This design comes from an exercise in tuning for small area and a short achievable clock period on the open sky130 flow, not from production work.
Only simulation tests tie the RTL to the original design; equivalence was not proved.
No activity file was given, so power comes from the tool's default toggle rates.

## flt_rank_det
module flt_rank_det (
    input  wire        clk,
    input  wire        rst,
    input  wire        sync,
    input  wire        cfg_rank_en,
    input  wire [4:0]  cfg_win,
    input  wire [4:0]  cfg_k,
    input  wire        cfg_suppress,
    input  wire [15:0] cfg_settle_base,
    input  wire [4:0]  cfg_pk_log2,
    input  wire [4:0]  cfg_rms_log2,
    input  wire [3:0]  cfg_atk,
    input  wire [3:0]  cfg_dcy,
    input  wire        in_valid,
    input  wire [15:0] in_data,
    output reg         out_valid,
    output reg  [15:0] out_data,
    output reg         out_settling,
    output reg         env_valid,
    output wire [15:0] env,
    output reg         env_ok,
    output reg         pk_valid,
    output wire [15:0] pk,
    output wire        pk_ok,
    output reg         rms_valid,
    output wire [15:0] rms,
    output wire        rms_ok
);
    integer i;
    wire restart = rst | sync;
    wire [3:0] win_i = cfg_win[4] ? 4'd15 :
                       (cfg_win < 5'd3) ? 4'd3 :
                       cfg_win[0] ? cfg_win[3:0] : cfg_win[3:0] - 4'd1;
    wire [4:0] pk_i  = (cfg_pk_log2 < 5'd4) ? 5'd4 :
                       (cfg_pk_log2 > 5'd16) ? 5'd16 : cfg_pk_log2;
    wire [4:0] rms_i = (cfg_rms_log2 < 5'd4) ? 5'd4 :
                       (cfg_rms_log2 > 5'd16) ? 5'd16 : cfg_rms_log2;
    reg        c_rank_en;
    reg [3:0]  win;           
    reg [14:3] inw_r;         
    reg [4:0]  c_k;
    reg [3:0]  km1;           
    reg        c_sup;
    reg [4:0]  pk_n;          
    reg [4:0]  rms_n;         
    reg [3:0]  c_atk;
    reg [3:0]  c_dcy;
    always @(posedge clk) begin
        if (restart) begin
            c_rank_en <= cfg_rank_en;
            win       <= win_i;
            for (i = 3; i < 15; i = i + 1)
                inw_r[i] <= (i < win_i);
            c_k       <= cfg_k;
            c_sup     <= cfg_suppress;
            pk_n      <= pk_i;
            rms_n     <= rms_i;
            c_atk     <= cfg_atk;
            c_dcy     <= cfg_dcy;
        end
    end
    wire [14:0] inw = {inw_r, 3'b111};
    reg [15:0] xa;
  ...
Size in the first run: ~6000 cells after synthesis, roughly 640 flip-flops, ~140 I/O pins, roughly 45000 um^2 of cells after synthesis.
export LEC_CHECK = 0
export ABC_AREA = 1
export CAP_MARGIN = 20
export CORE_MARGIN = 2
export CORE_UTILIZATION = 65
export CTS_CLUSTER_DIAMETER = 60
export CTS_CLUSTER_SIZE = 30
export SLEW_MARGIN = 20
create_clock -name core_clock -period 15.0 [get_ports {clk}]
standard.sh (not shown) runs the stock make flow with config.mk's settings and CLKGATE_MAP_FILE= SYNTH_SCRIPT=/design/flow/synth_recipe.tcl, a recipe that flattens the netlist after the stock synthesis.
==> flow/flow/run.sh <==
#!/bin/bash
# Standard synthesis, then the standard ORFS layout steps with:
# - port buffers of a plain buffer cell (buf_2) rather than the default,
set -euo pipefail
bash standard.sh synth > synth.log 2>&1
bash standard.sh SETUP_SLACK_MARGIN=10.6 TNS_END_PERCENT=100 \
    "BUFFER_PORTS_ARGS=-buffer_cell sky130_fd_sc_hd__buf_2" finish > layout.log 2>&1
The starting point finished clean.
Rerun with:
--- a/flow/design.v
+++ b/flow/design.v
@@ -209,22 +209,28 @@
                     g[k] = g[k+s] | (e[k+s] & g[k]);
                     e[k] = e[k+s] & e[k];
                 end
             gt16 = g[0];
         end
     endfunction
-    reg  [30:0] e_b;
-    wire [30:0] xb      = {mag, 1'b1, 15'd0};
-    wire        rising  = gt16({mag, 1'b1}, e_b[30:15]);
-    wire signed [31:0] env_d = $signed({1'b0, xb}) - $signed({1'b0, e_b});
+    reg  [15:0] e_hi;         
+    reg  [14:0] e_lo;         
+    reg         e_c;
+    wire        rising  = gt16({mag, ~e_c}, e_hi);
+    wire signed [31:0] env_d = $signed({1'b0, mag, ~e_c, 15'd0}) - $signed({1'b0, e_hi, e_lo});
     wire signed [31:0] st_a = env_d >>> c_atk;
     wire signed [31:0] st_d = env_d >>> c_dcy;
-    wire [30:0] e_a     = e_b + st_a[30:0];
-    wire [30:0] e_d     = e_b + st_d[30:0];
-    wire [30:0] e_next  = rising ? e_a : e_d;
-    assign env = {1'b0, e_b[30:16]};
+    wire [30:0] st      = rising ? st_a[30:0] : st_d[30:0];
+    wire [15:0] n_lo    = {1'b0, e_lo} + {1'b0, st[14:0]};
+    wire [16:0] n_hx    = {e_hi, 1'b1} + {st[30:15], e_c};    
+    wire [15:0] n_hi    = n_hx[16:1];
+    reg  [14:0] env_r;
+    reg         env_up;       
+    reg         env_ok_p;
+    wire [15:0] e_top   = e_hi + {15'd0, e_c};
+    assign env = {1'b0, env_r};
     reg  [14:0] pk_acc;
     reg         pk_bok;
     reg         pk_first;
     assign pk    = {1'b0, pk_acc};
     assign pk_ok = pk_bok;
     reg  [22:0] s_lo;
@@ -689,23 +695,30 @@
     assign tc224 = tc168 & acc_m[29];
     assign tr_s = {acc_m[45], acc_m[44], acc_m[43], acc_m[42], acc_m[41], acc_m[40], acc_m[39], acc_m[38], acc_m[37], acc_m[36], acc_m[35], acc_m[34], acc_m[33], acc_m[32], acc_m[31], tc224, tc222, tc220, tc218, tc216, tc214, tc212, tc210, tc208, tc206, tc204, tc202, tc200, tc198, tc196, tc194, tc192, tc190, tc188, tc186, tc184, tc182, tc180, tc178, tc176, tc174, tc172, tc170, ts169, acc_m[1], msq[0]};
     assign tr_c = {1'b0, 1'b0, 1'b0, 1'b0, 1'b0, 1'b0, 1'b0, 1'b0, 1'b0, 1'b0, 1'b0, 1'b0, 1'b0, 1'b0, 1'b0, acc_m[30], ts223, ts221, ts219, ts217, ts215, ts213, ts211, ts209, ts207, ts205, ts203, ts201, ts199, ts197, ts195, ts193, ts191, ts189, ts187, ts185, ts183, ts181, ts179, ts177, ts175, ts173, ts171, acc_m[2], 1'b0, acc_m[0]};
     always @(posedge clk) begin
         {s_c, s_lo} <= {1'b0, tr_s[22:0]} + {1'b0, tr_c[22:0]};
         s_hi        <= tr_s[45:23] + tr_c[45:23];
-        env_valid <= dv & ~r1 & ~restart;
+        env_up    <= dv & ~r1;
+        env_valid <= env_up & ~r1 & ~restart;
+        env_r     <= e_top[15:1];
+        env_ok    <= env_ok_p;
         pk_valid  <= dv & d_pklast & ~r1 & ~restart;
         sq_ld     <= dv & d_rmslast & ~r1;
         if (r1) begin
-            e_b       <= 31'h0000_8000;
+            e_hi      <= 16'd1;
+            e_lo      <= 15'd0;
+            e_c       <= 1'b0;
             pk_first  <= 1'b1;
             rms_first <= 1'b1;
             rms_more  <= 1'b0;
         end else if (dv) begin
-            e_b       <= e_next;
-            env_ok    <= !d_settling;
+            e_hi      <= n_hi;
+            e_lo      <= n_lo[14:0];
+            e_c       <= n_lo[15];
+            env_ok_p  <= !d_settling;
             pk_first  <= d_pklast;
             rms_first <= d_rmslast;
             rms_more  <= !d_rmslast;
             if (pk_first || mag > pk_acc)
                 pk_acc <= mag;
             if (pk_first)
The changed run completed with no timing, DRC or antenna violations.
Clock-buffer cell count shrinks by 5.
Power hardly moves.
Worst setup slack got worse by 0.0066 ns.
Die area grows by 0.53%.
Cell area grows by about 0.6%.
Core utilization grows by 0.29 points.
Wire length shrinks by about 0.7%.
Register-to-register slack improved by 0.02 ns.

## static timing again, ports no longer ideal
The results above use ideal ports. As a check the final layouts listed here were re-extracted and re-timed, cells and wires unchanged.
Step 1 sets driving cells, clkbuf_16 on the clock port and buf_2 on the other inputs (assumed; they add their load-dependent delay and slew).
Step 2, shift: input delay + t, output delay - t, t = (earliest + latest rising clock arrival at the registers) / 2. This alone moves slack from input paths to output paths.
a / b / c = ideal / step 1 / step 2; a / b = the first two.
run | shift t [ns] | setup WS [ns] | hold slack, ns | latest minus earliest clock arrival (ns) | worst slew at a driven data input, ns
the first run | 0.725 | 10.600 / 10.538 / 10.277 | 0.329 / 0.329 / 0.329 | 0.056 / 0.056 | 0.04
the second run | 0.722 | 10.594 / 10.522 / 10.616 | 0.332 / 0.332 / 0.332 | 0.036 / 0.036 | 0.08
After both steps setup and hold are still met in every run listed. For the first run, which loses most, drivers alone change the setup slack by -0.062 ns; drivers and shift together by -0.323 ns.
